From an optimization exercise on the open Yosys and OpenROAD flow, aimed at small area, a short achievable clock period and few clock cycles per item; shortcuts taken in it are not production practice. Function was checked by simulation only, so behaviour that the tests miss may differ from the original. No activity file was given, so power comes from the tool's default toggle rates.

### design/flow/run.sh
#!/bin/bash
# synth_recipe.tcl (not shown) runs the flow's synth.tcl, then flattens the netlist and writes it again
# the make line also repeats each setting of config.mk as NAME=value (left out here)
make -C /OpenROAD-flow-scripts/flow DESIGN_CONFIG=/design/flow/config.mk WORK_HOME=/design/flow/orfs CLKGATE_MAP_FILE= SYNTH_SCRIPT=/design/flow/synth_recipe.tcl finish
### design/flow/design.v
module amihel_muldiv (
    input  wire        clk,
    input  wire        rst,         
    input  wire        req_valid,
    output wire        req_ready,
    input  wire [3:0]  req_fn,
    input  wire [63:0] req_a,
    input  wire [63:0] req_b,
    output reg         res_valid,
    output reg  [63:0] res
);
    localparam S_IDLE = 2'd0;
    localparam S_RUN  = 2'd1;
    localparam S_FIX  = 2'd2;
    reg [1:0]   state;
    reg [127:0] acc;         
    reg [63:0]  opb;         
    reg [6:0]   count;
    reg [3:0]   fn;
    reg         neg_q;       
    reg         neg_r;       
    reg         bzero;       
    reg [63:0]  a_keep;      
    assign req_ready = (state == S_IDLE);
    wire        is_div  = req_fn[2] | req_fn[3];
    wire        is_w    = req_fn[3] | (req_fn == 4'd3);
    wire        signed_op = (req_fn == 4'd1) || (req_fn == 4'd4) || (req_fn == 4'd6) ||
                            (req_fn == 4'd8) || (req_fn == 4'd10);
    wire [63:0] a_ext   = is_w ? (signed_op ? {{32{req_a[31]}}, req_a[31:0]} : {32'd0, req_a[31:0]}) : req_a;
    wire [63:0] b_ext   = is_w ? (signed_op ? {{32{req_b[31]}}, req_b[31:0]} : {32'd0, req_b[31:0]}) : req_b;
    wire        a_neg   = signed_op & a_ext[63];
    wire        b_neg   = signed_op & b_ext[63];
    wire [63:0] a_mag   = a_neg ? (~a_ext + 64'd1) : a_ext;
    wire [63:0] b_mag   = b_neg ? (~b_ext + 64'd1) : b_ext;
    wire [64:0]  mul_sum  = {1'b0, acc[127:64]} + (acc[0] ? {1'b0, opb} : 65'd0);
    wire [127:0] mul_next = {mul_sum, acc[63:1]};
    wire [127:0] div_sh   = {acc[126:0], 1'b0};
    wire [64:0]  div_try  = {1'b0, div_sh[127:64]} - {1'b0, opb};
    wire         div_fits = ~div_try[64] | acc[127];
    wire [127:0] div_next = div_fits ? {div_try[63:0], div_sh[63:1], 1'b1} : div_sh;
    wire         f_div  = fn[2] | fn[3];
    wire         f_w    = fn[3] | (fn == 4'd3);
    wire [127:0] prod_s = neg_q ? (~acc + 128'd1) : acc;
    wire [63:0]  quo    = f_w ? {32'd0, acc[31:0]} : acc[63:0];
    wire [63:0]  rem    = f_w ? {32'd0, acc[95:64]} : acc[127:64];
    wire [63:0]  quo_s  = neg_q ? (~quo + 64'd1) : quo;
    wire [63:0]  rem_s  = neg_r ? (~rem + 64'd1) : rem;
    reg  [63:0]  fix;
    always @(*) begin
        fix = 64'd0;
        if (!f_div) begin
            case (fn[1:0])
                2'd0: fix = acc[63:0];
                2'd1: fix = prod_s[127:64];
                2'd2: fix = acc[127:64];
                default: fix = {{32{acc[63]}}, acc[63:32]};
            endcase
        end else if (!fn[1]) begin
            fix = bzero ? 64'hFFFF_FFFF_FFFF_FFFF : quo_s;
        end else begin
            fix = bzero ? a_keep : rem_s;
        end
        if (f_div && f_w) fix = {{32{fix[31]}}, fix[31:0]};
    end
    always @(posedge clk) begin
        if (rst) begin
            state     <= S_IDLE;
            res_valid <= 1'b0;
        end else begin
            res_valid <= 1'b0;
            case (state)
                S_IDLE: begin
                    if (req_valid) begin
                        fn     <= req_fn;
                        opb    <= is_div ? b_mag : a_mag;
                        acc    <= (is_div && is_w) ? {64'd0, a_mag[31:0], 32'd0}
                                                   : {64'd0, is_div ? a_mag : b_mag};
                        count  <= is_w ? 7'd32 : 7'd64;
                        neg_q  <= a_neg ^ b_neg;
                        neg_r  <= a_neg;
                        bzero  <= (b_ext == 64'd0);
                        a_keep <= a_ext;
                        state  <= S_RUN;
                    end
                end
                S_RUN: begin
                    acc   <= f_div ? div_next : mul_next;
                    count <= count - 7'd1;
                    if (count == 7'd1) state <= S_FIX;
                end
                S_FIX: begin
                    res       <= fix;
                    res_valid <= 1'b1;
                    state     <= S_IDLE;
                end
                default: state <= S_IDLE;
            endcase
        end
    end
endmodule
### design/flow/constraint.sdc
create_clock -name core_clock -period 8.0 [get_ports {clk}]
set_input_delay 1.6000 -clock core_clock [delete_from_list [all_inputs] [get_ports {clk}]]
set_output_delay 1.6000 -clock core_clock [all_outputs]
set_load 0.01 [all_outputs]
### design/flow/config.mk
export PLATFORM = sky130hd
export DESIGN_NAME = amihel_muldiv
export DESIGN_NICKNAME = amihel_muldiv
export VERILOG_FILES = /design/flow/design.v
export SDC_FILE = /design/flow/constraint.sdc
export NUM_CORES = 4
export LEC_CHECK = 0
export CAP_MARGIN = 20
export CORE_MARGIN = 2
export CORE_UTILIZATION = 40
export SLEW_MARGIN = 20
==> notes.md <==
- Residual DRC count: 0
- Setup repair bufs after CTS: 0
- Worst relative slew slack: 24.3%
- Synthesized area: around 0.035 mm^2
- Cell-internal power: between 3000 and 4000 uW
- Avg Synthesized Cell Area: 7.75 um^2
- Cell at the root of the clock tree: sky130_fd_sc_hd__clkbuf_16
- Worst r2r src: acc[63]
- First-pass GRT wire length: around 230 mm
- Slowest cell delay on critical path: 0.73 ns
- Post-CTS clock slew at the launch and capture registers of the worst setup and hold paths: 0.06 ns
- Wire length after detailed routing: ~160 mm
- Number of synthesized register bits: about 340
- Post-route clock skew: 0.0414 ns
- Hold buffer count at CTS: 0
- Clock sink total: ~340
- Setup total negative slack: 0 ns
- Main flop type after synthesis: sky130_fd_sc_hd__edfxtp_1
- Horizontal die dimension: around 300 um
- Worst hold-check path type: flip-flop to flip-flop
- Number of max-cap violations: 0
- Power density over the cells: 159 mW/mm^2
- Detailed Routing Iterations Pass 1: 7
- Routability congestion estimate: 0.996
- Synthesized netlist cell count: 4495
- Hold Path Depth: 2
- Reported leakage power: 0.0145 uW
- Sort of element at the start of the critical path: flip-flop
- Detail-routed via count per cell: approximately 6.5
- Sw Pwr: 2330 uW
- Gr usage total: between 30% and 40%
- Share of the clock period used by the worst path: about three quarters
- Maximum fanout encountered on the critical timing path: between 50 and 60
- Crit path capture type: flip-flop
- Clock share of power: around 31%
- Clock period minus final worst setup slack: 5.87 ns
- Number of gates on the worst path with buffers counted: 16
- Async S/R FF share, synth: 0%
- Largest delay contributor family on the critical path: compound AO/OA/AOI/OAI gates
- Cells resized by post-CTS repair: 0
- Count of port buffers added during placement: 200
- Highest Signal Layer: met5
- Final layout net count: around 4.7k
- Fmax: approximately 170 MHz
- Count of yosys warnings during synthesis: 1
- Type of the setup path with the least slack: flip-flop to flip-flop
- Fraction of layout instances using a drive strength above 1: 4.97%
- Fin. Hold Viols: 0
- Number of vias in the routed layout: approximately 36k
- Cell count of the worst reg-to-reg path: 16
- Slowest cell on the critical path: sky130_fd_sc_hd__o21ai_0
- Clock tree from TritonCTS: yes
- Combinational group share of total power: between 30% and 40%
- Maximum number of pins on one net before global-route repair: between 100 and 150
- Cell Chain, Critical Path: buf_4, inv_1, ha_1, fa_1, nand2b_1, a21oi_1, o21ai_0, nand4_1, a32o_1, o21ai_0, o21ai_0, a31o_4, buf_4, nand2b_1, mux2_2, a221oi_1
- Required time worst endpoint: between 8 and 9 ns
- Cell repeated most along the worst path: sky130_fd_sc_hd__o21ai_0
- Relative area change from synthesis to final layout: 11.7%
- Bufs and invs on worst path: 3
- HPWL after detailed placement: about 120 mm
- Num CTS Buffers: slightly above 40
- Routed length on met2: 66.4 mm
- Worst-Margin Slew: between 1 and 1.5 ns
- Final Worst Setup Slack: between 2 and 2.5 ns
- Synth cell types: between 80 and 90
- Residual antenna-violating net count after detailed routing: 0
- Starting density of the core: slightly above 40%
- Result of the run: timing/DRC/antenna clean
- Longest Clk Path Bufs: 3
- Vert. Die Dim: roughly 300 um
- RSZ-0062 raised after global routing: no
- Top-level port count: ~200
- Metal3 WL: about 17 mm
- WL/cell: about 28 um
- Fill cell total of the finished layout: roughly 9k
- CP Launch Point: acc[63]
- Number of violations reported at the end of detailed-routing iteration 0: approximately 4.6k
- Std cell rows: 108
- Sequential share of power: roughly 38%
- Switching share of total power: a little under two fifths
- Worst slack at placement: 1.61 ns
- R2r setup slk: around 2.1 ns
- Fraction of the yosys area taken by sequential cells: between 20 and 30%
- Vias in the first global route: 33.6k
- Antenna violations before repair: 6
- Die area: slightly below 0.09 mm^2
- H-tree depth: 2
- Clock Latency Late Sink: about 0.64 ns
- Total congestion overflow: 0
- Routed length on met1: roughly 63 mm
- Arrival time reported for the critical path endpoint: roughly 6.3 ns
- Final-report setup violation count: 0
- Min-Delay Startpoint: count[6]
- Net count of the mapped netlist: 4766
- Core region area: around 0.086 mm^2
- Worst IR Drop VDD: between 0.15 and 0.2 mV
- Number of synthesized flops with an enable pin: around 330
- Final slew viol count: 0
synthesized netlist by cell type (all sizes together) (13+ instances only):
cell     instances  area [um^2]
a21boi          13         97.6
o21ai          351         1760
a221oi          28          245
nor2b           20          125
nor4            51          377
o21bai          25          188
nand3           79          395
or4             44          345
nand3b          13         97.6
a211oi          67          518
nand2          583         2190
xor2           157         1380
o211ai          36          270
mux2i          102         1020
and3            31          194
a21oi          439         2200
nand2b          44          275
nand4           57          363
buf             55          219
nor2           427         1600
inv            154          578
and2            20          125
clkbuf         309         1160
o2111ai         15          131
mux4            15          338
or3             51          319
o41ai           30          270
ha             134         1680
or2             19          119
edfxtp         334        10000
o22ai           53          332
a311oi          39          342
nor3            84          425
o31ai           57          428
o21a            27          203
mux2            13          146
a31oi           71          444
a21o            94          706
xnor2          204         1790
routing by layer:
layer | vias to the layer above | track usage [%]
met1 | 17200 | 46.1
met3 | 369 | 6.66
met5 | - | 0
met4 | 4 | 16.5
met2 | 2268 | 50.4
li1 | 16400 | -
state kept, by name (all words and copies together) (netlist names):
name	count
res	64
neg_q	1
state	2
count	7
acc	128
res_valid	1
neg_r	1
bzero	1
opb	64
fn	4
a_keep	64
layout make-up:
type | instances | area, um^2 | share of cell area (%)
well taps | 1155 | 1450 | 3.72
flip-flops and latches | 337 | 10100 | 25.9
clock buffers | 49 | 1080 | 2.77
repair buffers | 261 | 2530 | 6.50
inverters | 154 | 578 | 1.49
diodes | 2 | 5.00 | 0.0129
multi-input cells | 3640 | 22900 | 58.9
clock inverters | 27 | 250 | 0.643
power groups by stage:
| stage | Clock (uW) | Sequential [uW] | Combinational [uW] |
|---|---|---|---|
| floorplan | 0 | 2180 | 1380 |
| CTS | 1900 | 2310 | 1920 |
| global placement | 0 | 2350 | 1910 |
| global route | 1960 | 2330 | 2130 |
| detailed placement | 0 | 2350 | 1910 |
| finish | 1890 | 2330 | 1970 |
metrics by stage:
stage	cell area, um^2	hold WS (ns)	util (%)	std cells	total power, uW
6_report	38900	0.597	45.0	5625	6190
5_1_grt	38900	0.643	45.0	5623	6420
4_1_cts	38900	0.609	45.0	5623	6130
3_5_place_dp	37600	0.601	43.4	5547	4260
3_3_place_gp	37600	0.595	43.4	5547	4250
2_1_floorplan	34900	0.534	-	4495	3560
final timing paths:
path | end
setup / recovery | acc[125]
hold / removal | state[1]
setup reg to reg | acc[125]
hold reg to reg | state[1]
cell usage in the layout, fill, tap and decap left out, types with 27 or more instances in the layout:
cell | netlist | routed
sky130_fd_sc_hd__nand2_1 | 583 | 583
sky130_fd_sc_hd__a21oi_1 | 439 | 438
sky130_fd_sc_hd__nor2_1 | 427 | 423
sky130_fd_sc_hd__o21ai_0 | 341 | 341
sky130_fd_sc_hd__edfxtp_1 | 334 | 334
sky130_fd_sc_hd__xnor2_1 | 204 | 204
sky130_fd_sc_hd__clkdlybuf4s50_1 | 0 | 198
sky130_fd_sc_hd__xor2_1 | 157 | 157
sky130_fd_sc_hd__inv_1 | 154 | 152
sky130_fd_sc_hd__ha_1 | 134 | 134
sky130_fd_sc_hd__mux2i_1 | 102 | 102
sky130_fd_sc_hd__a21o_1 | 94 | 94
sky130_fd_sc_hd__nor3_1 | 83 | 82
sky130_fd_sc_hd__nand3_1 | 79 | 79
sky130_fd_sc_hd__a31oi_1 | 71 | 69
sky130_fd_sc_hd__a211oi_1 | 64 | 64
sky130_fd_sc_hd__nand4_1 | 56 | 56
sky130_fd_sc_hd__o31ai_1 | 57 | 56
sky130_fd_sc_hd__buf_4 | 1 | 56
sky130_fd_sc_hd__o22ai_1 | 53 | 53
sky130_fd_sc_hd__or3_1 | 51 | 51
sky130_fd_sc_hd__nor4_1 | 46 | 46
sky130_fd_sc_hd__nand2b_1 | 44 | 43
sky130_fd_sc_hd__clkbuf_16 | 0 | 41
sky130_fd_sc_hd__or4_1 | 40 | 40
sky130_fd_sc_hd__a311oi_1 | 39 | 39
sky130_fd_sc_hd__o211ai_1 | 36 | 36
sky130_fd_sc_hd__and3_1 | 31 | 31
sky130_fd_sc_hd__o41ai_1 | 29 | 29
sky130_fd_sc_hd__a221oi_1 | 28 | 28
sky130_fd_sc_hd__o21a_1 | 27 | 27
worst min-delay path, cell delays in order, from the launching register on:
cell and delay (ns):
sky130_fd_sc_hd__edfxtp_1 0.36, sky130_fd_sc_hd__nand4b_1 0.14, sky130_fd_sc_hd__nor3_1 0.05
kinds of logic (layout without fill, tap and decap cells):
family                     Yosys count  after routing  synth area share, %
buffers and inverters              518            491                 5.62
and+or+nand+nor                   1551           1551                 20.7
other                                0              2                    0
DFF                                337            337                 29.0
xor gates and xnor gates           361            361                 9.08
muxes                              130            130                 4.32
adders and majority gates          136            136                 4.93
AOI/OAI and AO/OA                 1462           1462                 26.4
Testbench counts, summed over its fixed seeds: cycles 170,728, ops 3,200.

[static timing again, ports no longer ideal]
How much do the figures lean on ideal ports? The routed layout below was timed once more, with nothing changed but the port constraints. Step 1 (the two cells are an assumption about what drives the block):
set clk [get_ports {clk}]
set_driving_cell -lib_cell sky130_fd_sc_hd__clkbuf_16 $clk
set_driving_cell -lib_cell sky130_fd_sc_hd__buf_2 [delete_from_list [all_inputs] $clk]
Step 2 also shifts input and output timing later by t, the mid clock arrival at the registers, as if the neighbouring blocks saw the same clock. a / b / c = no drivers / after step 1 / after step 2; a / b = the first two.
shift t [ns]: 0.683
setup WS [ns]: 2.129 / 2.129 / 1.513
hold WS [ns]: 0.597 / 0.597 / 0.597
worst setup path after step 2: input to register
pins driven straight from the clock port: 1
After both steps setup and hold are still met in this run. The setup slack of this run moves by 0.000 ns with the drivers and by -0.616 ns with both steps.
